This design comes from an exercise in tuning for small area, a short achievable clock period and few clock cycles per item on the open sky130 flow, not from production work.
Only simulation tests tie the RTL to the original design; equivalence was not proved.

==> design/flow/design.v <==
module sha256_core (
    input  wire         clk,
    input  wire         rst,
    input  wire         start,
    input  wire         init,
    input  wire [511:0] block,      
    output wire         ready,
    output reg          done,
    output wire [255:0] digest      
);
    localparam [255:0] IV = {
        32'h6a09e667, 32'hbb67ae85, 32'h3c6ef372, 32'ha54ff53a,
        32'h510e527f, 32'h9b05688c, 32'h1f83d9ab, 32'h5be0cd19
    };
    localparam [31:0] IV4_MINUS_IV0 = 32'h510e527f - 32'h6a09e667;
    function automatic [31:0] rotr(input [31:0] x, input integer n);
        rotr = (x >> n) | (x << (32 - n));
    endfunction
    function automatic [31:0] maj3(input [31:0] x, input [31:0] y, input [31:0] z);
        maj3 = (x & y) | (x & z) | (y & z);
    endfunction
    reg         run;       
    reg         pend;      
    reg         init_r;    
    reg  [5:0]  t;         
    reg  [31:0] H [0:7];
    reg  [31:0] a, b, c, d, e, f, g, p;
    reg  [31:0] w [0:15];
    reg         last, t60, t61, t62, t0, ready_r;
    reg  [5:0]  t_nx;
    reg         run_nx, pend_nx;
    always @* begin
        pend_nx = pend;
        if (ready_r && start) pend_nx = 1'b1;
        run_nx  = run;
        t_nx    = t;
        if (last) begin
            if (pend) begin
                run_nx  = 1'b1;
                pend_nx = 1'b0;
                t_nx    = 6'd0;
            end else begin
                run_nx  = 1'b0;
            end
        end else if (run) begin
            t_nx = t + 6'd1;
        end
    end
    assign ready  = ready_r;
    assign digest = {H[0], H[1], H[2], H[3], H[4], H[5], H[6], H[7]};
    localparam [31:0] K0 = 32'h428a2f98;
    reg  [31:0] k_r;
    reg         rst_r;     
    reg  [31:0] k_n;
    always @* begin
        case (t_nx)
            6'd63: k_n = 32'h428a2f98;  6'd0:  k_n = 32'h71374491;
            6'd1:  k_n = 32'hb5c0fbcf;  6'd2:  k_n = 32'he9b5dba5;
            6'd3:  k_n = 32'h3956c25b;  6'd4:  k_n = 32'h59f111f1;
            6'd5:  k_n = 32'h923f82a4;  6'd6:  k_n = 32'hab1c5ed5;
            6'd7:  k_n = 32'hd807aa98;  6'd8:  k_n = 32'h12835b01;
            6'd9:  k_n = 32'h243185be;  6'd10: k_n = 32'h550c7dc3;
            6'd11: k_n = 32'h72be5d74;  6'd12: k_n = 32'h80deb1fe;
            6'd13: k_n = 32'h9bdc06a7;  6'd14: k_n = 32'hc19bf174;
            6'd15: k_n = 32'he49b69c1;  6'd16: k_n = 32'hefbe4786;
            6'd17: k_n = 32'h0fc19dc6;  6'd18: k_n = 32'h240ca1cc;
            6'd19: k_n = 32'h2de92c6f;  6'd20: k_n = 32'h4a7484aa;
            6'd21: k_n = 32'h5cb0a9dc;  6'd22: k_n = 32'h76f988da;
            6'd23: k_n = 32'h983e5152;  6'd24: k_n = 32'ha831c66d;
            6'd25: k_n = 32'hb00327c8;  6'd26: k_n = 32'hbf597fc7;
            6'd27: k_n = 32'hc6e00bf3;  6'd28: k_n = 32'hd5a79147;
            6'd29: k_n = 32'h06ca6351;  6'd30: k_n = 32'h14292967;
            6'd31: k_n = 32'h27b70a85;  6'd32: k_n = 32'h2e1b2138;
            6'd33: k_n = 32'h4d2c6dfc;  6'd34: k_n = 32'h53380d13;
            6'd35: k_n = 32'h650a7354;  6'd36: k_n = 32'h766a0abb;
            6'd37: k_n = 32'h81c2c92e;  6'd38: k_n = 32'h92722c85;
            6'd39: k_n = 32'ha2bfe8a1;  6'd40: k_n = 32'ha81a664b;
            6'd41: k_n = 32'hc24b8b70;  6'd42: k_n = 32'hc76c51a3;
            6'd43: k_n = 32'hd192e819;  6'd44: k_n = 32'hd6990624;
            6'd45: k_n = 32'hf40e3585;  6'd46: k_n = 32'h106aa070;
            6'd47: k_n = 32'h19a4c116;  6'd48: k_n = 32'h1e376c08;
            6'd49: k_n = 32'h2748774c;  6'd50: k_n = 32'h34b0bcb5;
            6'd51: k_n = 32'h391c0cb3;  6'd52: k_n = 32'h4ed8aa4a;
            6'd53: k_n = 32'h5b9cca4f;  6'd54: k_n = 32'h682e6ff3;
            6'd55: k_n = 32'h748f82ee;  6'd56: k_n = 32'h78a5636f;
            6'd57: k_n = 32'h84c87814;  6'd58: k_n = 32'h8cc70208;
            6'd59: k_n = 32'h90befffa;  6'd60: k_n = 32'ha4506ceb;
            6'd61: k_n = 32'hbef9a3f7;  default: k_n = 32'hc67178f2;
        endcase
    end
    wire [31:0] s1  = rotr(e, 6) ^ rotr(e, 11) ^ rotr(e, 25);
    wire [31:0] ch  = (e & f) | (~e & g);
    wire [31:0] s0  = rotr(a, 2) ^ rotr(a, 13) ^ rotr(a, 22);
    wire [31:0] mj  = maj3(a, b, c);
    wire [31:0] xa_s = p ^ ch ^ mj;
    wire [31:0] xa_c = maj3(p, ch, mj) << 1;
    wire [31:0] ya_s = xa_s ^ xa_c ^ s1;
    wire [31:0] ya_c = maj3(xa_s, xa_c, s1) << 1;
    wire [31:0] za_s = ya_s ^ ya_c ^ s0;
    wire [31:0] za_c = maj3(ya_s, ya_c, s0) << 1;
    wire [31:0] a_rnd;
    add_fast u_add_a (.a(za_s), .b(za_c), .y(a_rnd));
    wire [31:0] xe_s = p ^ d ^ ch;
    wire [31:0] xe_c = maj3(p, d, ch) << 1;
    wire [31:0] ye_s = xe_s ^ xe_c ^ s1;
    wire [31:0] ye_c = maj3(xe_s, xe_c, s1) << 1;
    wire [31:0] e_rnd;
    add_fast u_add_e (.a(ye_s), .b(ye_c), .y(e_rnd));
    wire [31:0] ws0 = rotr(w[1], 7) ^ rotr(w[1], 18) ^ (w[1] >> 3);
    wire [31:0] ws1 = rotr(w[14], 17) ^ rotr(w[14], 19) ^ (w[14] >> 10);
    wire [31:0] xw_s = ws1 ^ w[9] ^ ws0;
    wire [31:0] xw_c = maj3(ws1, w[9], ws0) << 1;
    wire [31:0] yw_s = xw_s ^ xw_c ^ w[0];
    wire [31:0] yw_c = maj3(xw_s, xw_c, w[0]) << 1;
    wire [31:0] wn;
    add_small u_add_w (.a(yw_s), .b(yw_c), .ci(1'b0), .y(wn));
    wire [31:0] h_n  = last ? (init_r ? IV[31:0] : H[7]) : t62 ? H[0] : g;
    wire [31:0] xp_s = h_n ^ k_r ^ w[0];
    wire [31:0] xp_c = maj3(h_n, k_r, w[0]) << 1;
    wire [31:0] p_n;
    add_small u_add_p (.a(xp_s), .b(xp_c), .ci(1'b0), .y(p_n));
    wire [31:0] ha_op = t60 ? H[4] : t61 ? H[3] : t62 ? H[2] : H[1];
    wire [31:0] he_op = t60 ? H[0] : t61 ? H[7] : t62 ? H[6] : last ? H[5] : H[4];
    wire [31:0] ha, he;
    add_small u_add_ha (.a(ha_op), .b(a), .ci(1'b0), .y(ha));
    add_small u_add_he (.a(he_op), .b(t0 ? ~H[0] : e), .ci(t0), .y(he));
    wire [31:0] iv0 = IV[255:224], iv1 = IV[223:192], iv2 = IV[191:160], iv3 = IV[159:128];
    wire [31:0] iv4 = IV[127:96],  iv5 = IV[95:64],   iv6 = IV[63:32];
    integer i;
    always @(posedge clk) begin
        for (i = 0; i < 15; i = i + 1) w[i] <= ready ? block[511 - 32*i -: 32] : w[i + 1];
        w[15] <= ready ? block[31:0] : wn;
        p <= p_n;
        if (run && !last) begin
            a <= a_rnd;
            b <= a;
            c <= b;
            d <= t62 ? H[4] : c;
            e <= e_rnd;
            f <= e;
            g <= f;
        end else begin
            a <= init_r ? iv0 : run ? a_rnd : H[0];
            b <= init_r ? iv1 : run ? ha    : H[1];
            c <= init_r ? iv2 : H[2];
            d <= init_r ? iv3 : H[3];
            e <= init_r ? iv4 : run ? e_rnd : H[4];
            f <= init_r ? iv5 : run ? he    : H[5];
            g <= init_r ? iv6 : H[6];
        end
        run     <= !rst && run_nx;
        pend    <= !rst && pend_nx;
        t       <= rst ? 6'd63 : t_nx;
        k_r     <= k_n;    
        rst_r   <= rst;
        last    <= rst || t_nx == 6'd63;
        t60     <= !rst && t_nx == 6'd60;
        t61     <= !rst && t_nx == 6'd61;
        t62     <= !rst && t_nx == 6'd62;
        t0      <= !rst && t_nx == 6'd0;
        ready_r <= rst || (!pend_nx && (!run_nx || t_nx == 6'd62));
        if (ready_r && start) init_r <= init;
        done    <= !rst && run && last;
        if (rst_r) begin
            for (i = 0; i < 8; i = i + 1) H[i] <= IV[255 - 32*i -: 32];
        end else begin
            if (run) begin
                if (t0) begin
                    if (init_r) begin
                        for (i = 0; i < 8; i = i + 1) H[i] <= IV[255 - 32*i -: 32];
                        H[4] <= IV4_MINUS_IV0;
                    end else begin
                        H[4] <= he;
                    end
                end
                if (t60) begin
                    H[4] <= ha;
                    H[0] <= he;
                end
                if (t61) begin
                    H[3] <= ha;
                    H[7] <= he;
                end
                if (t62) begin
                    H[2] <= ha;
                    H[6] <= he;
                end
                if (last) begin
                    H[0] <= a_rnd;
                    H[1] <= ha;
                    H[4] <= e_rnd;
                    H[5] <= he;
                end
            end
        end
    end
endmodule
module add_fast (input [31:0] a, input [31:0] b, output [31:0] y);
    wire [31:0] p0 = a ^ b;
    wire [31:0] g0 = a & b;
    wire g1_1 = g0[1] | (p0[1] & g0[0]);
    wire p1_1 = p0[1] & p0[0];
    wire g1_3 = g0[3] | (p0[3] & g0[2]);
    wire p1_3 = p0[3] & p0[2];
    wire g1_5 = g0[5] | (p0[5] & g0[4]);
    wire p1_5 = p0[5] & p0[4];
    wire g1_7 = g0[7] | (p0[7] & g0[6]);
    wire p1_7 = p0[7] & p0[6];
    wire g1_9 = g0[9] | (p0[9] & g0[8]);
    wire p1_9 = p0[9] & p0[8];
    wire g1_11 = g0[11] | (p0[11] & g0[10]);
    wire p1_11 = p0[11] & p0[10];
    wire g1_13 = g0[13] | (p0[13] & g0[12]);
    wire p1_13 = p0[13] & p0[12];
    wire g1_15 = g0[15] | (p0[15] & g0[14]);
    wire p1_15 = p0[15] & p0[14];
    wire g1_17 = g0[17] | (p0[17] & g0[16]);
    wire p1_17 = p0[17] & p0[16];
    wire g1_19 = g0[19] | (p0[19] & g0[18]);
    wire p1_19 = p0[19] & p0[18];
    wire g1_21 = g0[21] | (p0[21] & g0[20]);
    wire p1_21 = p0[21] & p0[20];
    wire g1_23 = g0[23] | (p0[23] & g0[22]);
    wire p1_23 = p0[23] & p0[22];
    wire g1_25 = g0[25] | (p0[25] & g0[24]);
    wire p1_25 = p0[25] & p0[24];
    wire g1_27 = g0[27] | (p0[27] & g0[26]);
    wire p1_27 = p0[27] & p0[26];
    wire g1_29 = g0[29] | (p0[29] & g0[28]);
    wire p1_29 = p0[29] & p0[28];
    wire g1_31 = g0[31] | (p0[31] & g0[30]);
    wire p1_31 = p0[31] & p0[30];
    wire g2_2 = g0[2] | (p0[2] & g1_1);
    wire p2_2 = p0[2] & p1_1;
    wire g2_3 = g1_3 | (p1_3 & g1_1);
    wire p2_3 = p1_3 & p1_1;
    wire g2_6 = g0[6] | (p0[6] & g1_5);
    wire p2_6 = p0[6] & p1_5;
    wire g2_7 = g1_7 | (p1_7 & g1_5);
    wire p2_7 = p1_7 & p1_5;
    wire g2_10 = g0[10] | (p0[10] & g1_9);
    wire p2_10 = p0[10] & p1_9;
    wire g2_11 = g1_11 | (p1_11 & g1_9);
    wire p2_11 = p1_11 & p1_9;
    wire g2_14 = g0[14] | (p0[14] & g1_13);
    wire p2_14 = p0[14] & p1_13;
    wire g2_15 = g1_15 | (p1_15 & g1_13);
    wire p2_15 = p1_15 & p1_13;
    wire g2_18 = g0[18] | (p0[18] & g1_17);
    wire p2_18 = p0[18] & p1_17;
    wire g2_19 = g1_19 | (p1_19 & g1_17);
    wire p2_19 = p1_19 & p1_17;
    wire g2_22 = g0[22] | (p0[22] & g1_21);
    wire p2_22 = p0[22] & p1_21;
    wire g2_23 = g1_23 | (p1_23 & g1_21);
    wire p2_23 = p1_23 & p1_21;
    wire g2_26 = g0[26] | (p0[26] & g1_25);
    wire p2_26 = p0[26] & p1_25;
    wire g2_27 = g1_27 | (p1_27 & g1_25);
    wire p2_27 = p1_27 & p1_25;
    wire g2_30 = g0[30] | (p0[30] & g1_29);
    wire p2_30 = p0[30] & p1_29;
    wire g2_31 = g1_31 | (p1_31 & g1_29);
    wire p2_31 = p1_31 & p1_29;
    wire g3_4 = g0[4] | (p0[4] & g2_3);
    wire p3_4 = p0[4] & p2_3;
    wire g3_5 = g1_5 | (p1_5 & g2_3);
    wire p3_5 = p1_5 & p2_3;
    wire g3_6 = g2_6 | (p2_6 & g2_3);
    wire p3_6 = p2_6 & p2_3;
    wire g3_7 = g2_7 | (p2_7 & g2_3);
    wire p3_7 = p2_7 & p2_3;
    wire g3_12 = g0[12] | (p0[12] & g2_11);
    wire p3_12 = p0[12] & p2_11;
    wire g3_13 = g1_13 | (p1_13 & g2_11);
    wire p3_13 = p1_13 & p2_11;
    wire g3_14 = g2_14 | (p2_14 & g2_11);
    wire p3_14 = p2_14 & p2_11;
    wire g3_15 = g2_15 | (p2_15 & g2_11);
    wire p3_15 = p2_15 & p2_11;
    wire g3_20 = g0[20] | (p0[20] & g2_19);
    wire p3_20 = p0[20] & p2_19;
    wire g3_21 = g1_21 | (p1_21 & g2_19);
    wire p3_21 = p1_21 & p2_19;
    wire g3_22 = g2_22 | (p2_22 & g2_19);
    wire p3_22 = p2_22 & p2_19;
    wire g3_23 = g2_23 | (p2_23 & g2_19);
    wire p3_23 = p2_23 & p2_19;
    wire g3_28 = g0[28] | (p0[28] & g2_27);
    wire p3_28 = p0[28] & p2_27;
    wire g3_29 = g1_29 | (p1_29 & g2_27);
    wire p3_29 = p1_29 & p2_27;
    wire g3_30 = g2_30 | (p2_30 & g2_27);
    wire p3_30 = p2_30 & p2_27;
    wire g3_31 = g2_31 | (p2_31 & g2_27);
    wire p3_31 = p2_31 & p2_27;
    wire g4_8 = g0[8] | (p0[8] & g3_7);
    wire p4_8 = p0[8] & p3_7;
    wire g4_9 = g1_9 | (p1_9 & g3_7);
    wire p4_9 = p1_9 & p3_7;
    wire g4_10 = g2_10 | (p2_10 & g3_7);
    wire p4_10 = p2_10 & p3_7;
    wire g4_11 = g2_11 | (p2_11 & g3_7);
    wire p4_11 = p2_11 & p3_7;
    wire g4_12 = g3_12 | (p3_12 & g3_7);
    wire p4_12 = p3_12 & p3_7;
    wire g4_13 = g3_13 | (p3_13 & g3_7);
    wire p4_13 = p3_13 & p3_7;
    wire g4_14 = g3_14 | (p3_14 & g3_7);
    wire p4_14 = p3_14 & p3_7;
    wire g4_15 = g3_15 | (p3_15 & g3_7);
    wire p4_15 = p3_15 & p3_7;
    wire g4_24 = g0[24] | (p0[24] & g3_23);
    wire p4_24 = p0[24] & p3_23;
    wire g4_25 = g1_25 | (p1_25 & g3_23);
    wire p4_25 = p1_25 & p3_23;
    wire g4_26 = g2_26 | (p2_26 & g3_23);
    wire p4_26 = p2_26 & p3_23;
    wire g4_27 = g2_27 | (p2_27 & g3_23);
    wire p4_27 = p2_27 & p3_23;
    wire g4_28 = g3_28 | (p3_28 & g3_23);
    wire p4_28 = p3_28 & p3_23;
    wire g4_29 = g3_29 | (p3_29 & g3_23);
    wire p4_29 = p3_29 & p3_23;
    wire g4_30 = g3_30 | (p3_30 & g3_23);
    wire p4_30 = p3_30 & p3_23;
    wire g4_31 = g3_31 | (p3_31 & g3_23);
    wire p4_31 = p3_31 & p3_23;
    wire g5_16 = g0[16] | (p0[16] & g4_15);
    wire p5_16 = p0[16] & p4_15;
    wire g5_17 = g1_17 | (p1_17 & g4_15);
    wire p5_17 = p1_17 & p4_15;
    wire g5_18 = g2_18 | (p2_18 & g4_15);
    wire p5_18 = p2_18 & p4_15;
    wire g5_19 = g2_19 | (p2_19 & g4_15);
    wire p5_19 = p2_19 & p4_15;
    wire g5_20 = g3_20 | (p3_20 & g4_15);
    wire p5_20 = p3_20 & p4_15;
    wire g5_21 = g3_21 | (p3_21 & g4_15);
    wire p5_21 = p3_21 & p4_15;
    wire g5_22 = g3_22 | (p3_22 & g4_15);
    wire p5_22 = p3_22 & p4_15;
    wire g5_23 = g3_23 | (p3_23 & g4_15);
    wire p5_23 = p3_23 & p4_15;
    wire g5_24 = g4_24 | (p4_24 & g4_15);
    wire p5_24 = p4_24 & p4_15;
    wire g5_25 = g4_25 | (p4_25 & g4_15);
    wire p5_25 = p4_25 & p4_15;
    wire g5_26 = g4_26 | (p4_26 & g4_15);
    wire p5_26 = p4_26 & p4_15;
    wire g5_27 = g4_27 | (p4_27 & g4_15);
    wire p5_27 = p4_27 & p4_15;
    wire g5_28 = g4_28 | (p4_28 & g4_15);
    wire p5_28 = p4_28 & p4_15;
    wire g5_29 = g4_29 | (p4_29 & g4_15);
    wire p5_29 = p4_29 & p4_15;
    wire g5_30 = g4_30 | (p4_30 & g4_15);
    wire p5_30 = p4_30 & p4_15;
    wire g5_31 = g4_31 | (p4_31 & g4_15);
    wire p5_31 = p4_31 & p4_15;
    assign y = p0 ^ {g5_30, g5_29, g5_28, g5_27, g5_26, g5_25, g5_24, g5_23, g5_22, g5_21, g5_20, g5_19, g5_18, g5_17, g5_16, g4_15, g4_14, g4_13, g4_12, g4_11, g4_10, g4_9, g4_8, g3_7, g3_6, g3_5, g3_4, g2_3, g2_2, g1_1, g0[0], 1'b0};
endmodule
module add_small (input [31:0] a, input [31:0] b, input ci, output [31:0] y);
    wire [31:0] p0 = a ^ b;
    wire [31:0] g0 = a & b;
    wire gc0 = g0[0] | (p0[0] & ci);
    wire g1_1 = g0[1] | (p0[1] & gc0);
    wire p1_1 = p0[1] & p0[0];
    wire g1_3 = g0[3] | (p0[3] & g0[2]);
    wire p1_3 = p0[3] & p0[2];
    wire g1_5 = g0[5] | (p0[5] & g0[4]);
    wire p1_5 = p0[5] & p0[4];
    wire g1_7 = g0[7] | (p0[7] & g0[6]);
    wire p1_7 = p0[7] & p0[6];
    wire g1_9 = g0[9] | (p0[9] & g0[8]);
    wire p1_9 = p0[9] & p0[8];
    wire g1_11 = g0[11] | (p0[11] & g0[10]);
    wire p1_11 = p0[11] & p0[10];
    wire g1_13 = g0[13] | (p0[13] & g0[12]);
    wire p1_13 = p0[13] & p0[12];
    wire g1_15 = g0[15] | (p0[15] & g0[14]);
    wire p1_15 = p0[15] & p0[14];
    wire g1_17 = g0[17] | (p0[17] & g0[16]);
    wire p1_17 = p0[17] & p0[16];
    wire g1_19 = g0[19] | (p0[19] & g0[18]);
    wire p1_19 = p0[19] & p0[18];
    wire g1_21 = g0[21] | (p0[21] & g0[20]);
    wire p1_21 = p0[21] & p0[20];
    wire g1_23 = g0[23] | (p0[23] & g0[22]);
    wire p1_23 = p0[23] & p0[22];
    wire g1_25 = g0[25] | (p0[25] & g0[24]);
    wire p1_25 = p0[25] & p0[24];
    wire g1_27 = g0[27] | (p0[27] & g0[26]);
    wire p1_27 = p0[27] & p0[26];
    wire g1_29 = g0[29] | (p0[29] & g0[28]);
    wire p1_29 = p0[29] & p0[28];
    wire g1_31 = g0[31] | (p0[31] & g0[30]);
    wire p1_31 = p0[31] & p0[30];
    wire g2_2 = g0[2] | (p0[2] & g1_1);
    wire p2_2 = p0[2] & p1_1;
    wire g2_3 = g1_3 | (p1_3 & g1_1);
    wire p2_3 = p1_3 & p1_1;
    wire g2_6 = g0[6] | (p0[6] & g1_5);
    wire p2_6 = p0[6] & p1_5;
    wire g2_7 = g1_7 | (p1_7 & g1_5);
    wire p2_7 = p1_7 & p1_5;
    wire g2_10 = g0[10] | (p0[10] & g1_9);
    wire p2_10 = p0[10] & p1_9;
    wire g2_11 = g1_11 | (p1_11 & g1_9);
    wire p2_11 = p1_11 & p1_9;
    wire g2_14 = g0[14] | (p0[14] & g1_13);
    wire p2_14 = p0[14] & p1_13;
    wire g2_15 = g1_15 | (p1_15 & g1_13);
    wire p2_15 = p1_15 & p1_13;
    wire g2_18 = g0[18] | (p0[18] & g1_17);
    wire p2_18 = p0[18] & p1_17;
    wire g2_19 = g1_19 | (p1_19 & g1_17);
    wire p2_19 = p1_19 & p1_17;
    wire g2_22 = g0[22] | (p0[22] & g1_21);
    wire p2_22 = p0[22] & p1_21;
    wire g2_23 = g1_23 | (p1_23 & g1_21);
    wire p2_23 = p1_23 & p1_21;
    wire g2_26 = g0[26] | (p0[26] & g1_25);
    wire p2_26 = p0[26] & p1_25;
    wire g2_27 = g1_27 | (p1_27 & g1_25);
    wire p2_27 = p1_27 & p1_25;
    wire g2_30 = g0[30] | (p0[30] & g1_29);
    wire p2_30 = p0[30] & p1_29;
    wire g2_31 = g1_31 | (p1_31 & g1_29);
    wire p2_31 = p1_31 & p1_29;
    wire g3_4 = g0[4] | (p0[4] & g2_3);
    wire p3_4 = p0[4] & p2_3;
    wire g3_5 = g1_5 | (p1_5 & g2_3);
    wire p3_5 = p1_5 & p2_3;
    wire g3_6 = g2_6 | (p2_6 & g2_3);
    wire p3_6 = p2_6 & p2_3;
    wire g3_7 = g2_7 | (p2_7 & g2_3);
    wire p3_7 = p2_7 & p2_3;
    wire g3_12 = g0[12] | (p0[12] & g2_11);
    wire p3_12 = p0[12] & p2_11;
    wire g3_13 = g1_13 | (p1_13 & g2_11);
    wire p3_13 = p1_13 & p2_11;
    wire g3_14 = g2_14 | (p2_14 & g2_11);
    wire p3_14 = p2_14 & p2_11;
    wire g3_15 = g2_15 | (p2_15 & g2_11);
    wire p3_15 = p2_15 & p2_11;
    wire g3_20 = g0[20] | (p0[20] & g2_19);
    wire p3_20 = p0[20] & p2_19;
    wire g3_21 = g1_21 | (p1_21 & g2_19);
    wire p3_21 = p1_21 & p2_19;
    wire g3_22 = g2_22 | (p2_22 & g2_19);
    wire p3_22 = p2_22 & p2_19;
    wire g3_23 = g2_23 | (p2_23 & g2_19);
    wire p3_23 = p2_23 & p2_19;
    wire g3_28 = g0[28] | (p0[28] & g2_27);
    wire p3_28 = p0[28] & p2_27;
    wire g3_29 = g1_29 | (p1_29 & g2_27);
    wire p3_29 = p1_29 & p2_27;
    wire g3_30 = g2_30 | (p2_30 & g2_27);
    wire p3_30 = p2_30 & p2_27;
    wire g3_31 = g2_31 | (p2_31 & g2_27);
    wire p3_31 = p2_31 & p2_27;
    wire g4_8 = g0[8] | (p0[8] & g3_7);
    wire p4_8 = p0[8] & p3_7;
    wire g4_9 = g1_9 | (p1_9 & g3_7);
    wire p4_9 = p1_9 & p3_7;
    wire g4_10 = g2_10 | (p2_10 & g3_7);
    wire p4_10 = p2_10 & p3_7;
    wire g4_11 = g2_11 | (p2_11 & g3_7);
    wire p4_11 = p2_11 & p3_7;
    wire g4_12 = g3_12 | (p3_12 & g3_7);
    wire p4_12 = p3_12 & p3_7;
    wire g4_13 = g3_13 | (p3_13 & g3_7);
    wire p4_13 = p3_13 & p3_7;
    wire g4_14 = g3_14 | (p3_14 & g3_7);
    wire p4_14 = p3_14 & p3_7;
    wire g4_15 = g3_15 | (p3_15 & g3_7);
    wire p4_15 = p3_15 & p3_7;
    wire g4_24 = g0[24] | (p0[24] & g3_23);
    wire p4_24 = p0[24] & p3_23;
    wire g4_25 = g1_25 | (p1_25 & g3_23);
    wire p4_25 = p1_25 & p3_23;
    wire g4_26 = g2_26 | (p2_26 & g3_23);
    wire p4_26 = p2_26 & p3_23;
    wire g4_27 = g2_27 | (p2_27 & g3_23);
    wire p4_27 = p2_27 & p3_23;
    wire g4_28 = g3_28 | (p3_28 & g3_23);
    wire p4_28 = p3_28 & p3_23;
    wire g4_29 = g3_29 | (p3_29 & g3_23);
    wire p4_29 = p3_29 & p3_23;
    wire g4_30 = g3_30 | (p3_30 & g3_23);
    wire p4_30 = p3_30 & p3_23;
    wire g4_31 = g3_31 | (p3_31 & g3_23);
    wire p4_31 = p3_31 & p3_23;
    wire g5_16 = g0[16] | (p0[16] & g4_15);
    wire p5_16 = p0[16] & p4_15;
    wire g5_17 = g1_17 | (p1_17 & g4_15);
    wire p5_17 = p1_17 & p4_15;
    wire g5_18 = g2_18 | (p2_18 & g4_15);
    wire p5_18 = p2_18 & p4_15;
    wire g5_19 = g2_19 | (p2_19 & g4_15);
    wire p5_19 = p2_19 & p4_15;
    wire g5_20 = g3_20 | (p3_20 & g4_15);
    wire p5_20 = p3_20 & p4_15;
    wire g5_21 = g3_21 | (p3_21 & g4_15);
    wire p5_21 = p3_21 & p4_15;
    wire g5_22 = g3_22 | (p3_22 & g4_15);
    wire p5_22 = p3_22 & p4_15;
    wire g5_23 = g3_23 | (p3_23 & g4_15);
    wire p5_23 = p3_23 & p4_15;
    wire g5_24 = g4_24 | (p4_24 & g4_15);
    wire p5_24 = p4_24 & p4_15;
    wire g5_25 = g4_25 | (p4_25 & g4_15);
    wire p5_25 = p4_25 & p4_15;
    wire g5_26 = g4_26 | (p4_26 & g4_15);
    wire p5_26 = p4_26 & p4_15;
    wire g5_27 = g4_27 | (p4_27 & g4_15);
    wire p5_27 = p4_27 & p4_15;
    wire g5_28 = g4_28 | (p4_28 & g4_15);
    wire p5_28 = p4_28 & p4_15;
    wire g5_29 = g4_29 | (p4_29 & g4_15);
    wire p5_29 = p4_29 & p4_15;
    wire g5_30 = g4_30 | (p4_30 & g4_15);
    wire p5_30 = p4_30 & p4_15;
    wire g5_31 = g4_31 | (p4_31 & g4_15);
    wire p5_31 = p4_31 & p4_15;
    assign y = p0 ^ {g5_30, g5_29, g5_28, g5_27, g5_26, g5_25, g5_24, g5_23, g5_22, g5_21, g5_20, g5_19, g5_18, g5_17, g5_16, g4_15, g4_14, g4_13, g4_12, g4_11, g4_10, g4_9, g4_8, g3_7, g3_6, g3_5, g3_4, g2_3, g2_2, g1_1, gc0, ci};
endmodule
==> design/flow/flow/run.sh <==
#!/bin/bash
# Layout: the standard flow (standard.sh, unchanged synthesis, floorplan, power grid
# and tap cells), with two changes to how the layout is optimised:
#   - the port buffers are the platform's smallest buffer (buf_1) instead of
#     clkdlybuf4s50_1;
#   - the timing repair aims at a larger setup slack than the clock period needs, and
#     only on the worst path (TNS_END_PERCENT 0).
# The clock period and the constraints are the standard flow's own (constraint.sdc is not touched).
set -euo pipefail
export SETUP_SLACK_MARGIN="${FLOW_SETUP_MARGIN:-8}"
export TNS_END_PERCENT=0
export BUFFER_PORTS_ARGS="-buffer_cell sky130_fd_sc_hd__buf_1"
bash standard.sh finish > standard_make.log 2>&1
==> design/flow/standard.sh <==
#!/bin/bash
# synth_recipe.tcl (not shown) runs the flow's synth.tcl, then flattens the netlist and writes it again
# the make line also repeats each setting of config.mk as NAME=value (left out here)
make -C /OpenROAD-flow-scripts/flow DESIGN_CONFIG=/design/flow/config.mk WORK_HOME=/design/flow/orfs CLKGATE_MAP_FILE= SYNTH_SCRIPT=/design/flow/synth_recipe.tcl "${@:-finish}"
==> design/flow/config.mk <==
export PLATFORM = sky130hd
export DESIGN_NAME = sha256_core
export DESIGN_NICKNAME = sha256_core
export VERILOG_FILES = /design/flow/design.v
export SDC_FILE = /design/flow/constraint.sdc
export NUM_CORES = 4
export LEC_CHECK = 0
export CAP_MARGIN = 20
export CORE_MARGIN = 2
export CORE_UTILIZATION = 40
export SLEW_MARGIN = 20
==> design/flow/constraint.sdc <==
create_clock -name core_clock -period 12.0 [get_ports {clk}]
set_input_delay 2.4000 -clock core_clock [delete_from_list [all_inputs] [get_ports {clk}]]
set_output_delay 2.4000 -clock core_clock [all_outputs]
set_load 0.01 [all_outputs]
==> flow_summary_export.csv, run 1 <==
group,metric,value,unit
placement,portBuffers,773,
route,vias,52100,
global_route,antenna_found_initial,22,
floorplanning,num_rows,139,
global_route,grt_overflow,0,
setup_path,worstPathMaxFanout,5,
setup_path,cp_slowest_cell,"xnor2_1",
timing,rsz0062_at_grt,"yes",
placement,dp_hpwl,215000,µm
floorplanning,initial_utilization,40.4,%
placement,dp_slack,6.49,ns
route,drt_first_iter_violations,7475,
synthesis,synth.area.mux_share,13.1,%
synthesis,synth_top_family_by_area,"compound AO/OA/AOI/OAI gates",
cts,holdBufCountCts,0,
cts,clockBufferDepth,3,
setup_path,critical_path.cell_chain,"buf_6 -> buf_4 -> xnor2_1 -> xnor2_1 -> fa_1 -> inv_1 -> fa_1 -> inv_1 -> ha_4 -> and4_1 -> o211a_1 -> a221o_1 -> a21o_1 -> a21oi_2 -> xor2_2 -> nand2_1 -> o21ai_0 -> nand2_1",
setup_path,crit_type,"reg2reg",
setup_path,critPathLaunch,"e[4]$_DFF_P_",
setup_path,worstReg2RegStart,"e[4]$_DFF_P_",
timing,setup_ws,7.32,ns
synthesis,async_reset_ff_share,0,%
setup_path,end_kind,"flop",
synthesis,synth_fp_nets,7154,
setup_path,setup.worst_path.start_class,"flop",
setup_path,worstPathRequired,12.56,ns
route,wl_per_cell,32.1,µm
floorplanning,die-width,385,µm
cells_and_area,fin_nets,7740,
timing,final.min_clock_period,4.68,ns
route,drc,0,
timing,finalHoldViolations,0,
synthesis,synth_compound_area_share,14.8,%
cells_and_area,utilization,47.4,%
cells_and_area,layout_common_cells,"dfxtp_1 (1018), buf_1 (773), nand2_1 (609)",
global_route,grt_pass1_vias,48500,
flow_run,drv_cap,0,
global_route,grt_max_degree,201,
cts,numClockSinks,1073,
synthesis,synth_cell_types,90,
worst_hold_path,hp-class,"reg2reg",
route,dr.pass1.iters,9,
cts,cts.clk_slew.worst_paths,0.07,ns
synthesis,synth_ff_type,"dfxtp_1",
cells_and_area,drive_above_1_share,15.9,%
setup_path,crit_arrival,5.24,ns
setup_path,crit_family,"adder cells",
floorplanning,die-area,0.148,mm²
synthesis,syn_avg_cell_area,9.43,µm²
floorplanning,die_h,385,µm
setup_path,worst_path_largest_cell_delay,0.63,ns
global_route,grt_pass1_wl,382000,µm
placement,gp_congestion,1.05,
floorplanning,coreArea,0.144,mm²
run_status,run_status,"timing/DRC/antenna clean",
synthesis,yosys-top-cells-area,"dfxtp_1 (37%), mux2_2 (10%), fa_1 (9.3%)",
cts,clock_tree.root_cell,"clkbuf_16",
timing,finalSetupViolCount,0,
timing,fmax,214,MHz
synthesis,yosysTopAreaCell,"dfxtp_1",
synthesis,ys_seq_area_share,37.0,%
timing,skew,0.0852,ns
synthesis,synth_simple_gate_area_share,10.0,%
route,wl,281000,µm
cts,numCtsBuffers,121,
synthesis,synth-xor-area-share,5.99,%
route,viasPerCell,5.94,
cts,cts_tree,"built",
cts,ctsHtreeMaxLevel,3,
timing,worst_pin_slew,1.28,ns
synthesis,syn_area,0.0581,mm²
synthesis,synth_edf_count,1,
floorplanning,pin_count,774,
cells_and_area,layout_commonest_cell,"dfxtp_1",
synthesis,ys_warn_count,3,
synthesis,syn_inst,6165,
global_route,groute.usage.overall,36.5,%
route,ant_nets,0,
setup_path,critPathBufInv,4,
synthesis,synth.ff_latch_count,1073,
cts,clk_latency,0.80,ns
cells_and_area,area_growth,17.5,%
worst_hold_path,worstHoldStart,"w[4][30]$_DFF_P_",
timing,slew_viol_final,0,
timing,slew_headroom,13.7,%
timing,setup_tns,0,ns
synthesis,synthAdderAreaFrac,14.2,%
synthesis,synth_top_area_share,36.9,%
timing,min_period_over_period,39.0,%
cells by family after synthesis:
family,after synthesis
AO/OA/AOI/OAI,1378
XOR/XNOR,396
adder cells (fa/ha/maj),503
buffers and inverters,742
flip-flops,1073
multiplexers,693
AND/OR/NAND/NOR,1380
worst register-to-register path, cell delays in order, from the launching register on:
cell	delay, ns
dfxtp_1	0.31
buf_6	0.13
buf_4	0.19
xnor2_1	0.15
xnor2_1	0.63
fa_1	0.53
inv_1	0.08
fa_1	0.40
inv_1	0.10
ha_4	0.22
and4_1	0.21
o211a_1	0.15
a221o_1	0.38
a21o_1	0.23
a21oi_2	0.18
xor2_2	0.28
nand2_1	0.08
o21ai_0	0.10
nand2_1	0.18
path summary, 6_finish.rpt:
kind                                         end  slack, ns  depth (start not counted)
worst min register to register  w[3][30]$_DFF_P_       0.42                          1
worst min-delay path            w[3][30]$_DFF_P_       0.42                          1
worst max register to register     a[15]$_DFF_P_       7.32                         18
worst max-delay path               a[15]$_DFF_P_       7.32                         18
through the flow:
stage / area [µm²] / hold slack (ns) / cells
floorplan: 58500 / 0.410 / 6165
global placement: 62800 / 0.420 / 8496
detailed placement: 62800 / 0.430 / 8496
CTS: 68000 / 0.420 / 8746
global route: 68300 / 0.434 / 8761
finish: 68300 / 0.422 / 8766
final cells by class:
class / count / area [µm²]
fillers: 13900 / 75700
multi-input cells: 4350 / 34700
flip-flops and latches: 1073 / 21600
repair buffers: 890 / 4010
clock buffers: 164 / 3420
well taps: 1903 / 2380
inverters: 315 / 1190
clock inverters: 65 / 926
diodes: 6 / 15.0
routing by layer:
metal	up-vias	global-route usage, %	wire length (µm)
met4	6	18.4	17300
met3	623	10.3	34700
met5	-	0	45
met1	25500	51.3	116000
met2	3499	50.5	114000
li1	22500	-	-
state kept, by name, indices dropped and copies added (netlist names), 6 cells and up:
name	count
d	32
b	32
g	32
p	32
t	6
e	32
H	256
c	32
w	512
f	32
k_r	32
a	32
synthesized netlist by cell type, types with 20 or more instances:
| cell | number |
|---|---|
| mux2i_1 | 171 |
| buf_1 | 55 |
| a21o_1 | 57 |
| o211ai_1 | 50 |
| fa_1 | 271 |
| a31o_2 | 20 |
| dfxtp_1 | 1072 |
| a211oi_1 | 40 |
| o21ai_0 | 355 |
| a21oi_1 | 374 |
| buf_2 | 21 |
| a221oi_1 | 27 |
| nor2_1 | 456 |
| xnor2_1 | 316 |
| mux2_2 | 518 |
| o21a_1 | 26 |
| maj3_1 | 30 |
| nand2_1 | 612 |
| inv_1 | 309 |
| xor2_1 | 78 |
| nand2b_1 | 20 |
| nand3_1 | 73 |
| a22oi_1 | 106 |
| clkbuf_1 | 346 |
| ha_1 | 202 |
| o22ai_1 | 125 |
| a31oi_1 | 36 |
| nor3_1 | 97 |
what timing repair did:
action | 4_1_cts | 5_1_grt
endpoints found under the hold margin | 0 | 0
buffers inserted | 21 | 13
setup endpoints to repair | 490 | 495
resized for setup | 175 | 35
pin swaps | 37 | 22
gates cloned | 0 | 1
Testbench counts, summed over its fixed seeds: cycles 131,136, blocks 2,048.
==> run 2: changes to the inputs <==
--- a/design/flow/design.v
+++ b/design/flow/design.v
@@ -29,2 +29,3 @@
     reg         last, t60, t61, t62, t0, ready_r;
+    reg         w_ld, w_sh;    
     reg  [5:0]  t_nx;
@@ -130,4 +131,5 @@
     always @(posedge clk) begin
-        for (i = 0; i < 15; i = i + 1) w[i] <= ready ? block[511 - 32*i -: 32] : w[i + 1];
-        w[15] <= ready ? block[31:0] : wn;
+        for (i = 0; i < 15; i = i + 1)
+            w[i] <= ({32{w_ld}} & block[511 - 32*i -: 32]) | ({32{w_sh}} & w[i + 1]);
+        w[15] <= ({32{w_ld}} & block[31:0]) | ({32{w_sh}} & wn);
         p <= p_n;
@@ -161,2 +163,4 @@
         ready_r <= rst || (!pend_nx && (!run_nx || t_nx == 6'd62));
+        w_ld    <= rst || (!pend_nx && (!run_nx || t_nx == 6'd62));
+        w_sh    <= !rst && !(!pend_nx && (!run_nx || t_nx == 6'd62));
         if (ready_r && start) init_r <= init;
==> run 2 against run 1 <==
Still clean on timing, DRC and antenna; cell count shrank 0.25%; sequential share of layout area grew 0.77 points; non-clock buffer count increased by 3; first-iteration DRC count decreased by 0.91%; hold slack better by 0.011 ns; die area decreased by 1.9%; largest cell class unchanged.
==> flow_summary_export.csv, run 2 <==
group,metric,value,unit
global_route,antenna_found_initial,22,
floorplanning,num_rows,138,
cells_and_area,layout_common_cells,"dfxtp_1 (1018), buf_1 (773), nand2_1 (577)",
timing,finalSetupViolCount,0,
floorplanning,die-width,382,µm
setup_path,critPathBufInv,1,
run_status,run_status,"timing/DRC/antenna clean",
cts,numClockSinks,1074,
synthesis,async_reset_ff_share,0,%
cts,cts_tree,"built",
setup_path,rr_worst_depth,17,
cells_and_area,drive_above_1_share,8.45,%
setup_path,crit_type,"reg2reg",
cts,cts.clk_slew.worst_paths,0.07,ns
placement,dp_slack,6.10,ns
synthesis,syn_inst,6208,
worst_hold_path,hp-class,"reg2reg",
setup_path,r2r_end,"f[18]$_DFF_P_",
synthesis,synth_compound_area_share,22.6,%
route,wl,286000,µm
setup_path,worstPathMaxFanout,25,
synthesis,ys_warn_count,3,
setup_path,end_kind,"flop",
timing,fmax,195,MHz
route,drc,0,
route,viasPerCell,6.10,
synthesis,synth_top_area_share,37.7,%
timing,slew_viol_final,0,
flow_run,drv_cap,0,
setup_path,worstReg2RegStart,"last$_DFF_P_",
timing,setup_ws,6.88,ns
synthesis,yosysTopAreaCell,"dfxtp_1",
worst_hold_path,hold_depth,1,
setup_path,critical_path.cell_chain,"buf_16 -> mux2i_1 -> nor2_1 -> a21oi_1 -> nor2_1 -> a21oi_1 -> o21ai_0 -> ha_1 -> o21ai_0 -> nor2_1 -> a31oi_2 -> o21ai_0 -> a2111oi_0 -> nor3_1 -> nor2_1 -> o21ai_0 -> o21a_1",
timing,hold_slack,0.433,ns
floorplanning,pin_count,774,
placement,gp_congestion,1.09,
synthesis,syn_area,0.0570,mm²
placement,portBuffers,773,
synthesis,synth_cell_types,85,
cts,clockBufferDepth,3,
route,ant_nets,0,
floorplanning,coreArea,0.142,mm²
timing,finalHoldViolations,0,
route,wl_per_cell,32.7,µm
global_route,grt_overflow,0,
cells_and_area,reg.largest.list,"w x512, H x256",
timing,slew_headroom,18.3,%
synthesis,synth_simple_gate_area_share,9.86,%
synthesis,syn_avg_cell_area,9.18,µm²
synthesis,synth_edf_count,1,
route,dr.pass1.iters,6,
route,drt_first_iter_violations,7407,
cells_and_area,utilization,47.1,%
setup_path,cp_slowest_cell,"nor3_1",
setup_path,rrSetupSlack,6.88,ns
setup_path,crit_family,"compound AO/OA/AOI/OAI gates",
synthesis,yosys-top-cells-count,"dfxtp_1 (1073), nand2_1 (580), a22o_1 (489), nor2_1 (481), clkbuf_1 (403)",
setup_path,crit_arrival,5.85,ns
global_route,grt_pass1_wl,390000,µm
synthesis,synth-xor-area-share,6.28,%
timing,rsz0062_at_grt,"yes",
route,vias,53400,
worst_hold_path,worstHoldStart,"w[4][30]$_DFF_P_",
cts,clock_tree.root_cell,"clkbuf_16",
cells_and_area,top_register,"w",
placement,dp_hpwl,217000,µm
global_route,grt_pass1_vias,49500,
synthesis,synth_fp_nets,7197,
synthesis,ys_seq_area_share,37.7,%
synthesis,synth_ff_type,"dfxtp_1",
floorplanning,die-area,0.146,mm²
cts,holdBufCountCts,0,
cts,ctsHtreeMaxLevel,3,
setup_path,worstPathRequired,12.73,ns
synthesis,yosys-top-cells-area,"dfxtp_1 (38%), fa_1 (9.5%), a22o_1 (7.5%)",
cts,clk_latency,0.82,ns
cts,numCtsBuffers,121,
timing,setup_tns,0,ns
floorplanning,die_h,382,µm
timing,final.min_clock_period,5.12,ns
global_route,grt_max_degree,199,
timing,worst_pin_slew,1.22,ns
cells_and_area,layout_commonest_cell,"dfxtp_1",
setup_path,setup.worst_path.start_class,"flop",
worst_hold_path,hold_end,"w[3][30]$_DFF_P_",
synthesis,synth_top_family_by_area,"compound AO/OA/AOI/OAI gates",
synthesis,synth.area.mux_share,3.82,%
cells_and_area,fin_nets,7735,
synthesis,synth_most_common_cell,"dfxtp_1",
synthesis,synth.ff_latch_count,1074,
floorplanning,initial_utilization,40.3,%
cells_and_area,largest_register_ffs,512,
setup_path,worst_path_largest_cell_delay,0.73,ns
synthesis,synthAdderAreaFrac,14.5,%
timing,skew,0.0967,ns
timing,min_period_over_period,42.7,%
global_route,groute.usage.overall,37.8,%
cells_and_area,area_growth,17.0,%
-- run 2: cell count changes after synthesis, sizes merged, moves of 13 or more --
cell / delta
nand3: -23
nor2: +24
nand3b: -17
mux2: -486
xor2: +14
a22o: +488
nand2: -32
o22a: -14
clkbuf: +54
a21o: +13
o21ai: +33
-- run 2: what timing repair did --
item | in CTS | in global routing
gates resized for setup | 158 | 21
pin swaps | 30 | 4
setup endpoints to repair | 565 | 558
buffers inserted | 28 | 1
cloned | 3 | 0
-- run 2: cell type report --
class | instances | area [µm²]
fill | 13800 | 74900
multi-input combinational | 4342 | 33200
sequential | 1074 | 21600
timing repair buffer | 893 | 4010
clock buffer | 161 | 3420
tap | 1890 | 2360
inverter | 314 | 1180
clock inverter | 59 | 873
antenna | 11 | 27.5
-- run 2: logic make-up after synthesis --
logic type | count (synthesis)
AOI/OAI and AO/OA | 1876
and+or+nand+nor | 1346
DFF | 1074
buffers and inverters | 792
adders and majority gates | 503
xor gates and xnor gates | 409
muxes | 208
-- run 2: how the worst max path moves through the flow --
stage	to	startpoint	depth (start not counted)	slack, ns
after floorplan	H[0][26]$_SDFFE_PP0P_	e[9]$_DFF_P_	17	7.55
after global placement	H[0][31]$_SDFFE_PP0P_	t62$_DFF_P_	16	6.20
after detailed placement	H[0][31]$_SDFFE_PP0P_	t62$_DFF_P_	16	6.10
after CTS	H[0][26]$_SDFFE_PP0P_	a[11]$_DFF_P_	18	7.25
after global routing	H[0][22]$_SDFFE_PP0P_	e[1]$_DFF_P_	17	7.01
final	f[18]$_DFF_P_	last$_DFF_P_	17	6.88
-- run 2: stage by stage --
step / std cells / instance area, µm²
after floorplan: 6208 / 57200
after global placement: 8480 / 61400
after detailed placement: 8480 / 61400
after CTS: 8731 / 66600
after global routing: 8741 / 66700
final: 8744 / 66700
-- run 2: per-layer routing --
metal / share of wire [%] / up-vias / wire length, µm / track usage (%)
li1: - / 22900 / - / -
met1: 40 / 26100 / 115000 / 51.3
met2: 41 / 3617 / 117000 / 52.9
met3: 12 / 677 / 35400 / 11.3
met4: 6.8 / 16 / 19400 / 21.6
met5: 0.039 / - / 112 / 0
Testbench counts of run 2, summed over its fixed seeds: cycles 131,136, blocks 2,048.
==> run 3: changes to the inputs <==
--- a/design/flow/design.v
+++ b/design/flow/design.v
@@ -30,2 +30,5 @@
     reg         w_ld, w_sh;    
+    reg         s_sh, s_shd, s_rnd, s_fin, s_hld, s_hl, s_iv;
+    wire        last_nx = (t_nx == 6'd63);
+    wire        init_nx = (ready_r && start) ? init : init_r;
     reg  [5:0]  t_nx;
@@ -135,19 +138,9 @@
         p <= p_n;
-        if (run && !last) begin
-            a <= a_rnd;
-            b <= a;
-            c <= b;
-            d <= t62 ? H[4] : c;
-            e <= e_rnd;
-            f <= e;
-            g <= f;
-        end else begin
-            a <= init_r ? iv0 : run ? a_rnd : H[0];
-            b <= init_r ? iv1 : run ? ha    : H[1];
-            c <= init_r ? iv2 : H[2];
-            d <= init_r ? iv3 : H[3];
-            e <= init_r ? iv4 : run ? e_rnd : H[4];
-            f <= init_r ? iv5 : run ? he    : H[5];
-            g <= init_r ? iv6 : H[6];
-        end
+        a <= ({32{s_rnd}} & a_rnd) | ({32{s_hld}} & H[0]) | ({32{s_iv}} & iv0);
+        b <= ({32{s_sh}} & a) | ({32{s_fin}} & ha) | ({32{s_hld}} & H[1]) | ({32{s_iv}} & iv1);
+        c <= ({32{s_sh}} & b) | ({32{s_hl}} & H[2]) | ({32{s_iv}} & iv2);
+        d <= ({32{s_shd}} & c) | ({32{t62}} & H[4]) | ({32{s_hl}} & H[3]) | ({32{s_iv}} & iv3);
+        e <= ({32{s_rnd}} & e_rnd) | ({32{s_hld}} & H[4]) | ({32{s_iv}} & iv4);
+        f <= ({32{s_sh}} & e) | ({32{s_fin}} & he) | ({32{s_hld}} & H[5]) | ({32{s_iv}} & iv5);
+        g <= ({32{s_sh}} & f) | ({32{s_hl}} & H[6]) | ({32{s_iv}} & iv6);
         run     <= !rst && run_nx;
@@ -166,2 +159,9 @@
         if (ready_r && start) init_r <= init;
+        s_sh  <= !rst && run_nx && !last_nx;
+        s_shd <= !rst && run_nx && !last_nx && t_nx != 6'd62;
+        s_rnd <= !rst && run_nx && !(last_nx && init_nx);
+        s_fin <= !rst && run_nx && last_nx && !init_nx;
+        s_hld <= !rst && !run_nx && !init_nx;
+        s_hl  <= !rst && last_nx && !init_nx;
+        s_iv  <= !rst && last_nx && init_nx;
         done    <= !rst && run && last;
==> run 3 against run 2 <==
Wire length decreased by 4.5%; count of clock-buffer cells in the layout increased by 6; non-clock buffer count decreased by 10; final area decreased by 2.0%; area after synthesis decreased by 1.3%; clock skew decreased by 0.016 ns; flip-flop and latch count increased by 7; fmax decreased by 2.6%.
==> flow_summary_export.csv, run 3 <==
group,metric,value,unit
run_status,run_status,"timing/DRC/antenna clean",
timing,fmax,190,MHz
setup_path,crit_type,"reg2reg",
cells_and_area,drive_above_1_share,7.18,%
route,wl,273000,µm
synthesis,synth_edf_count,0,
cts,clk_latency,0.81,ns
synthesis,syn_inst,5928,
placement,placed_cells,8193,
cells_and_area,reg.largest.list,"w x512, H x256",
worst_hold_path,hp-class,"reg2reg",
synthesis,yosys-top-cells-count,"dfxtp_1 (1081), a22o_1 (542), nand2_1 (467), clkbuf_1 (412), nor2_1 (372)",
placement,dp_slack,6.03,ns
setup_path,r2r_end,"H[4][31]$_SDFFE_PP0P_",
route,wl_per_cell,32.4,µm
timing,finalHoldViolations,0,
cts,clockBufferDepth,3,
floorplanning,die-width,379,µm
route,vias,51500,
synthesis,synth_top_area_share,38.5,%
synthesis,synth_ff_type,"dfxtp_1",
setup_path,rrSetupSlack,6.74,ns
route,dr.pass1.iters,9,
setup_path,crit_end,"H[4][31]$_SDFFE_PP0P_",
cells_and_area,layout_commonest_cell,"dfxtp_1",
cells_and_area,largest_register_ffs,512,
floorplanning,die-area,0.144,mm²
floorplanning,die_h,379,µm
setup_path,worstReg2RegStart,"t60$_DFF_P_",
cts,numCtsBuffers,119,
global_route,antenna_found_initial,25,
cts,cts_tree,"built",
setup_path,setup.worst_path.start_class,"flop",
synthesis,synth_cell_types,83,
synthesis,yosysTopAreaCell,"dfxtp_1",
cts,numClockSinks,1081,
cts,ctsHtreeMaxLevel,3,
placement,gp_congestion,1.04,
floorplanning,coreArea,0.140,mm²
setup_path,rr_worst_depth,14,
synthesis,syn_avg_cell_area,9.49,µm²
global_route,grt_max_degree,167,
global_route,grt_pass1_wl,371000,µm
setup_path,critPathLaunch,"t60$_DFF_P_",
cells_and_area,fin_nets,7449,
synthesis,synth.ff_latch_count,1081,
cts,holdBufCountCts,0,
setup_path,worstPathMaxFanout,56,
floorplanning,pin_count,774,
flow_run,drv_cap,0,
synthesis,syn_area,0.0563,mm²
route,drc,0,
synthesis,ys_warn_count,3,
timing,setup_ws,6.74,ns
synthesis,yosys-top-cells-area,"dfxtp_1 (38%), fa_1 (9.6%), a22o_1 (8.4%)",
timing,rsz0062_at_grt,"yes",
timing,min_period_over_period,43.8,%
floorplanning,initial_utilization,40.3,%
timing,slew_headroom,16.9,%
global_route,grt_overflow,0,
cells_and_area,layout_common_cells,"dfxtp_1 (1041), buf_1 (773), a22o_1 (542)",
timing,final.min_clock_period,5.26,ns
cells_and_area,top_register,"w",
cells_and_area,stdcell_count,8443,
route,drt_first_iter_violations,8262,
timing,worst_pin_slew,1.24,ns
placement,dp_hpwl,204000,µm
global_route,groute.usage.overall,36.4,%
setup_path,crit_arrival,5.95,ns
synthesis,async_reset_ff_share,0,%
timing,setup_tns,0,ns
route,viasPerCell,6.10,
timing,slew_viol_final,0,
synthesis,synth_fp_nets,6918,
cts,cts.clk_slew.worst_paths,0.06,ns
floorplanning,num_rows,137,
timing,finalSetupViolCount,0,
synthesis,synth_most_common_cell,"dfxtp_1",
cts,clock_tree.root_cell,"clkbuf_16",
global_route,grt_pass1_vias,47500,
route,ant_nets,0,
setup_path,worstPathRequired,12.69,ns
cells_and_area,area_growth,16.3,%
setup_path,end_kind,"flop",
synthesis,ys_seq_area_share,38.5,%
placement,portBuffers,773,
timing,skew,0.0811,ns
## run 3: critical path: stages (launching register included)
cell	delay, ns
dfxtp_4	0.70
buf_8	0.41
buf_6	0.45
o21ai_0	0.27
ha_1	0.34
and3_1	0.23
and2_1	0.17
a22oi_1	0.42
a21oi_1	0.27
o21bai_1	0.24
nand3_1	0.19
a2111oi_0	0.50
or3_4	0.29
mux2_2	0.36
nor3_1	0.19
## run 3: timing repair
action	in CTS	in global routing
endpoints found under the setup margin	543	620
resized for setup	54	32
cloned	1	1
setup buffers	16	3
pin swaps	17	7
## run 3: cells by family after synthesis
group | synth area share, %
AOI/OAI and AO/OA | 24.3
xor gates and xnor gates | 6.13
adders and majority gates | 14.7
buffers and inverters | 5.53
DFF | 38.5
muxes | 2.54
and+or+nand+nor | 8.37
## run 3: area by class of cell
class	instances	area [µm²]
fill	13500	74100
multi-input combinational	4018	31800
sequential	1081	21700
timing repair buffer	883	3860
clock buffer	167	3460
tap	1876	2350
inverter	356	1340
clock inverter	59	840
antenna	3	7.51
## run 3: how the worst min path moves through the flow
stage | from | to | slack, ns | cells after the start
after floorplan | w[11][0]$_DFF_P_ | w[10][0]$_DFF_P_ | 0.42 | 1
after global placement | w[4][12]$_DFF_P_ | w[3][12]$_DFF_P_ | 0.42 | 1
after detailed placement | w[13][10]$_DFF_P_ | w[12][10]$_DFF_P_ | 0.42 | 1
after CTS | w[15][19]$_DFF_P_ | w[14][19]$_DFF_P_ | 0.37 | 1
after global routing | w[15][19]$_DFF_P_ | w[14][19]$_DFF_P_ | 0.38 | 1
final | w[15][19]$_DFF_P_ | w[14][19]$_DFF_P_ | 0.37 | 1
## run 3: through the flow
step | util, % | area, µm² | hold WS, ns
finish | 46.9 | 65400 | 0.375
global route | 46.9 | 65400 | 0.382
CTS | 46.8 | 65200 | 0.372
detailed placement | 43.4 | 60600 | 0.422
global placement | 43.4 | 60600 | 0.417
floorplan | - | 56300 | 0.416
## run 3: routing by layer
metal | GRT usage, % | vias to the layer above | part of all wire (%)
li1 | - | 22200 | -
met1 | 50.1 | 25300 | 40
met2 | 54.0 | 3401 | 43
met3 | 11.0 | 515 | 13
met4 | 12.2 | 24 | 4.0
met5 | 0 | - | 0.076
Testbench counts of run 3, summed over its fixed seeds: cycles 131,136, blocks 2,048.
==> run 4: changes to the inputs <==
--- a/design/flow/design.v
+++ b/design/flow/design.v
@@ -30,2 +30,4 @@
     reg         w_ld, w_sh;    
+    reg         s_pg;      
+    reg         h_fin;     
     reg         s_sh, s_shd, s_rnd, s_fin, s_hld, s_hl, s_iv;
@@ -120,3 +122,3 @@
     add_small u_add_w (.a(yw_s), .b(yw_c), .ci(1'b0), .y(wn));
-    wire [31:0] h_n  = last ? (init_r ? IV[31:0] : H[7]) : t62 ? H[0] : g;
+    wire [31:0] h_n  = ({32{s_pg}} & g) | ({32{t62}} & H[0]) | ({32{s_hl}} & H[7]) | ({32{s_iv}} & IV[31:0]);
     wire [31:0] xp_s = h_n ^ k_r ^ w[0];
@@ -125,4 +127,4 @@
     add_small u_add_p (.a(xp_s), .b(xp_c), .ci(1'b0), .y(p_n));
-    wire [31:0] ha_op = t60 ? H[4] : t61 ? H[3] : t62 ? H[2] : H[1];
-    wire [31:0] he_op = t60 ? H[0] : t61 ? H[7] : t62 ? H[6] : last ? H[5] : H[4];
+    wire [31:0] ha_op = ({32{t60}} & H[4]) | ({32{t61}} & H[3]) | ({32{t62}} & H[2]) | ({32{last}} & H[1]);
+    wire [31:0] he_op = ({32{t0}} & H[4]) | ({32{t60}} & H[0]) | ({32{t61}} & H[7]) | ({32{t62}} & H[6]) | ({32{last}} & H[5]);
     wire [31:0] ha, he;
@@ -138,3 +140,3 @@
         p <= p_n;
-        a <= ({32{s_rnd}} & a_rnd) | ({32{s_hld}} & H[0]) | ({32{s_iv}} & iv0);
+        a <= s_rnd ? a_rnd : (({32{s_hld}} & H[0]) | ({32{s_iv}} & iv0));
         b <= ({32{s_sh}} & a) | ({32{s_fin}} & ha) | ({32{s_hld}} & H[1]) | ({32{s_iv}} & iv1);
@@ -142,3 +144,3 @@
         d <= ({32{s_shd}} & c) | ({32{t62}} & H[4]) | ({32{s_hl}} & H[3]) | ({32{s_iv}} & iv3);
-        e <= ({32{s_rnd}} & e_rnd) | ({32{s_hld}} & H[4]) | ({32{s_iv}} & iv4);
+        e <= s_rnd ? e_rnd : (({32{s_hld}} & H[4]) | ({32{s_iv}} & iv4));
         f <= ({32{s_sh}} & e) | ({32{s_fin}} & he) | ({32{s_hld}} & H[5]) | ({32{s_iv}} & iv5);
@@ -160,2 +162,4 @@
         s_sh  <= !rst && run_nx && !last_nx;
+        s_pg  <= rst || (!last_nx && t_nx != 6'd62);
+        h_fin <= !rst && run_nx && last_nx;
         s_shd <= !rst && run_nx && !last_nx && t_nx != 6'd62;
@@ -192,5 +196,3 @@
                 if (last) begin
-                    H[0] <= a_rnd;
                     H[1] <= ha;
-                    H[4] <= e_rnd;
                     H[5] <= he;
@@ -199,2 +201,6 @@
         end
+        if (h_fin) begin
+            H[0] <= a_rnd;
+            H[4] <= e_rnd;
+        end
     end
==> run 4 against run 3 <==
Largest cell class unchanged; non-clock buffer count is 5 higher; via count fell by 1.6%; critical path depth grew 1.
==> flow_summary_export.csv, run 4 <==
group,metric,value,unit
run_status,run_status,"timing/DRC/antenna clean",
timing,setup_ws,7.35,ns
cts,cts.clk_slew.worst_paths,0.06,ns
global_route,grt_pass1_vias,47600,
timing,rsz0062_at_grt,"yes",
synthesis,synth.ff_latch_count,1083,
cts,clock_tree.root_cell,"clkbuf_16",
timing,final.min_clock_period,4.65,ns
cts,holdBufCountCts,0,
cells_and_area,fillers,13300,
synthesis,synth_most_common_cell,"dfxtp_1",
synthesis,synth_edf_count,64,
timing,finalHoldViolations,0,
placement,placed_cells,8033,
floorplanning,die-area,0.143,mm²
timing,hold_slack,0.418,ns
floorplanning,pin_count,774,
synthesis,ys_seq_area_share,39.7,%
global_route,antenna_found_initial,36,
synthesis,syn_inst,5773,
synthesis,syn_area,0.0562,mm²
setup_path,critical_path.cell_chain,"xnor2_1 -> xnor2_1 -> fa_1 -> inv_1 -> fa_1 -> inv_1 -> ha_1 -> a21o_1 -> a221oi_2 -> o21ai_2 -> o21ai_2 -> nand2b_1 -> a21oi_2 -> xor2_2 -> a21oi_1",
synthesis,synth_cell_types,91,
cells_and_area,layout_commonest_cell,"dfxtp_1",
setup_path,crit_family,"adder cells",
global_route,groute.usage.overall,36.1,%
synthesis,synth_fp_nets,6763,
route,viasPerCell,6.09,
route,drt_first_iter_violations,7503,
timing,slew_viol_final,0,
timing,slew_headroom,16.4,%
cells_and_area,fin_nets,7316,
route,vias,50700,
timing,worst_pin_slew,1.25,ns
cts,cts_tree,"built",
setup_path,worstPathRequired,12.49,ns
synthesis,yosys-top-cells-count,"dfxtp_1 (1019), a22o_1 (542), inv_1 (465), clkbuf_1 (405), nand2_1 (385)",
route,ant_nets,0,
cts,numClockSinks,1083,
placement,dp_slack,6.76,ns
route,wl_per_cell,32.4,µm
cts,clockBufferDepth,3,
synthesis,synth_top_area_share,36.3,%
setup_path,crit_type,"reg2reg",
synthesis,syn_avg_cell_area,9.73,µm²
global_route,grt_max_degree,225,
cells_and_area,reg.largest.list,"w x512, H x256",
route,wl,269000,µm
timing,setup_tns,0,ns
cells_and_area,drive_above_1_share,9.13,%
route,drc,0,
timing,fmax,215,MHz
route,dr.pass1.iters,9,
flow_run,drv_cap,0,
cells_and_area,stdcell_count,8315,
cts,clk_latency,0.81,ns
placement,gp_congestion,1.05,
floorplanning,die_h,379,µm
cts,numCtsBuffers,119,
global_route,grt_overflow,0,
cells_and_area,top_register,"w",
floorplanning,coreArea,0.139,mm²
timing,finalSetupViolCount,0,
global_route,grt_pass1_wl,368000,µm
cells_and_area,largest_register_ffs,512,
placement,dp_hpwl,200000,µm
placement,portBuffers,773,
synthesis,yosysTopAreaCell,"dfxtp_1",
worst_hold_path,hp-class,"reg2reg",
floorplanning,initial_utilization,40.3,%
synthesis,async_reset_ff_share,0,%
setup_path,cp_slowest_cell,"xnor2_1",
synthesis,ys_warn_count,3,
cells_and_area,area_growth,17.6,%
floorplanning,die-width,379,µm
timing,skew,0.0723,ns
cells_and_area,layout_common_cells,"dfxtp_1 (936), buf_1 (773), a22o_1 (542)",
cts,ctsHtreeMaxLevel,3,
floorplanning,num_rows,137,
setup_path,worstPathMaxFanout,6,
timing,min_period_over_period,38.7,%
setup_path,crit_arrival,5.14,ns
setup_path,critPathBufInv,2,
synthesis,synth_ff_type,"dfxtp_1",
setup_path,setup.worst_path.start_class,"flop",
setup_path,worst_path_largest_cell_delay,0.68,ns
setup_path,end_kind,"flop",
synthesis,yosys-top-cells-area,"dfxtp_1 (36%), fa_1 (9.7%), a22o_1 (8.5%)",
==> run 4: path summary, 6_finish.rpt <==
| kind | startpoint | endpoint | slack (ns) | depth (start not counted) |
|---|---|---|---|---|
| hold / removal | w[15][7]$_DFF_P_ | w[14][7]$_DFF_P_ | 0.42 | 1 |
| setup reg to reg | e[31]$_DFF_P_ | H[0][29]$_DFFE_PP_ | 7.35 | 15 |
| setup / recovery | e[31]$_DFF_P_ | H[0][29]$_DFFE_PP_ | 7.35 | 15 |
| hold reg to reg | w[15][7]$_DFF_P_ | w[14][7]$_DFF_P_ | 0.42 | 1 |
==> run 4: worst register-to-register path, cell delays in order (launching register included) <==
cell	delay, ns
dfxtp_1	0.66
xnor2_1	0.17
xnor2_1	0.68
fa_1	0.53
inv_1	0.08
fa_1	0.42
inv_1	0.07
ha_1	0.28
a21o_1	0.21
a221oi_2	0.31
o21ai_2	0.11
o21ai_2	0.18
nand2b_1	0.11
a21oi_2	0.18
xor2_2	0.28
a21oi_1	0.12
==> run 4: final cells by class <==
| type | count | area, µm² | area share (%) |
|---|---|---|---|
| well taps | 1876 | 2350 | 3.55 |
| flip-flops and latches | 1083 | 22500 | 34.1 |
| diodes | 10 | 25.0 | 0.0379 |
| repair buffers | 888 | 4030 | 6.11 |
| multi-input cells | 3767 | 31100 | 47.1 |
| clock buffers | 160 | 3370 | 5.11 |
| inverters | 467 | 1760 | 2.66 |
| clock inverters | 64 | 871 | 1.32 |
==> run 4: through the flow <==
stage | util [%] | area (µm²)
after floorplan | - | 56400
after global placement | 43.4 | 60500
after detailed placement | 43.4 | 60500
after CTS | 47.1 | 65700
after global routing | 47.4 | 66100
final | 47.4 | 66100
==> run 4: per-layer routing <==
layer	part of all wire (%)	routed length, µm	global-route usage, %	vias up
li1	-	-	-	21700
met1	39	106000	48.3	24900
met2	43	116000	53.8	3414
met3	12	32800	9.97	630
met4	5.5	14700	17.1	30
met5	0.077	207	0.0343	-
==> run 4: cell families (layout without fill, tap and decap cells) <==
logic type,Yosys count,count (layout),synth area share (%)
mux,41,41,0.804
compound gates,1849,1849,24.4
fa+ha+maj,504,504,14.7
buf+inv,923,1579,6.19
other cells,0,10,0
flops,1083,1083,39.7
simple gates,965,965,7.80
xor+xnor,408,408,6.38
==> run 4: timing repair <==
action | in CTS | in global routing
gates resized for setup | 163 | 47
setup buffers | 34 | 11
cloned | 2 | 0
pin swaps | 42 | 29
setup endpoints to repair | 349 | 368
Testbench counts of run 4, summed over its fixed seeds: cycles 131,136, blocks 2,048.

separate check: timing with driven ports:
The flow's constraints put no driver on any port. The routed layouts listed below were extracted and timed again, unchanged, in two steps.
Step 1 sets driving cells, clkbuf_16 on the clock port and buf_2 on the other inputs (assumed; they add their load-dependent delay and slew).
Step 2, shift: input delay + t, output delay - t, t = (earliest + latest rising clock arrival at the registers) / 2. This alone moves slack from input paths to output paths.
Slacks: ideal / step 1 / step 2; pairs: ideal / step 1.
run | t (ns) | setup WS [ns] | hold slack, ns | worst setup path after step 2 | clock arrival spread, ns
run 1 | 0.830 | 7.317 / 7.317 / 7.317 | 0.422 / 0.422 / 0.422 | register to register | 0.086 / 0.085
run 2 | 0.859 | 6.877 / 6.877 / 6.877 | 0.433 / 0.433 / 0.433 | register to register | 0.097 / 0.097
run 3 | 0.837 | 6.742 / 6.742 / 6.742 | 0.375 / 0.375 / 0.375 | register to register | 0.084 / 0.084
run 4 | 0.853 | 7.350 / 7.350 / 7.350 | 0.418 / 0.418 / 0.418 | register to register | 0.073 / 0.073
After both steps setup and hold are still met in every run listed.
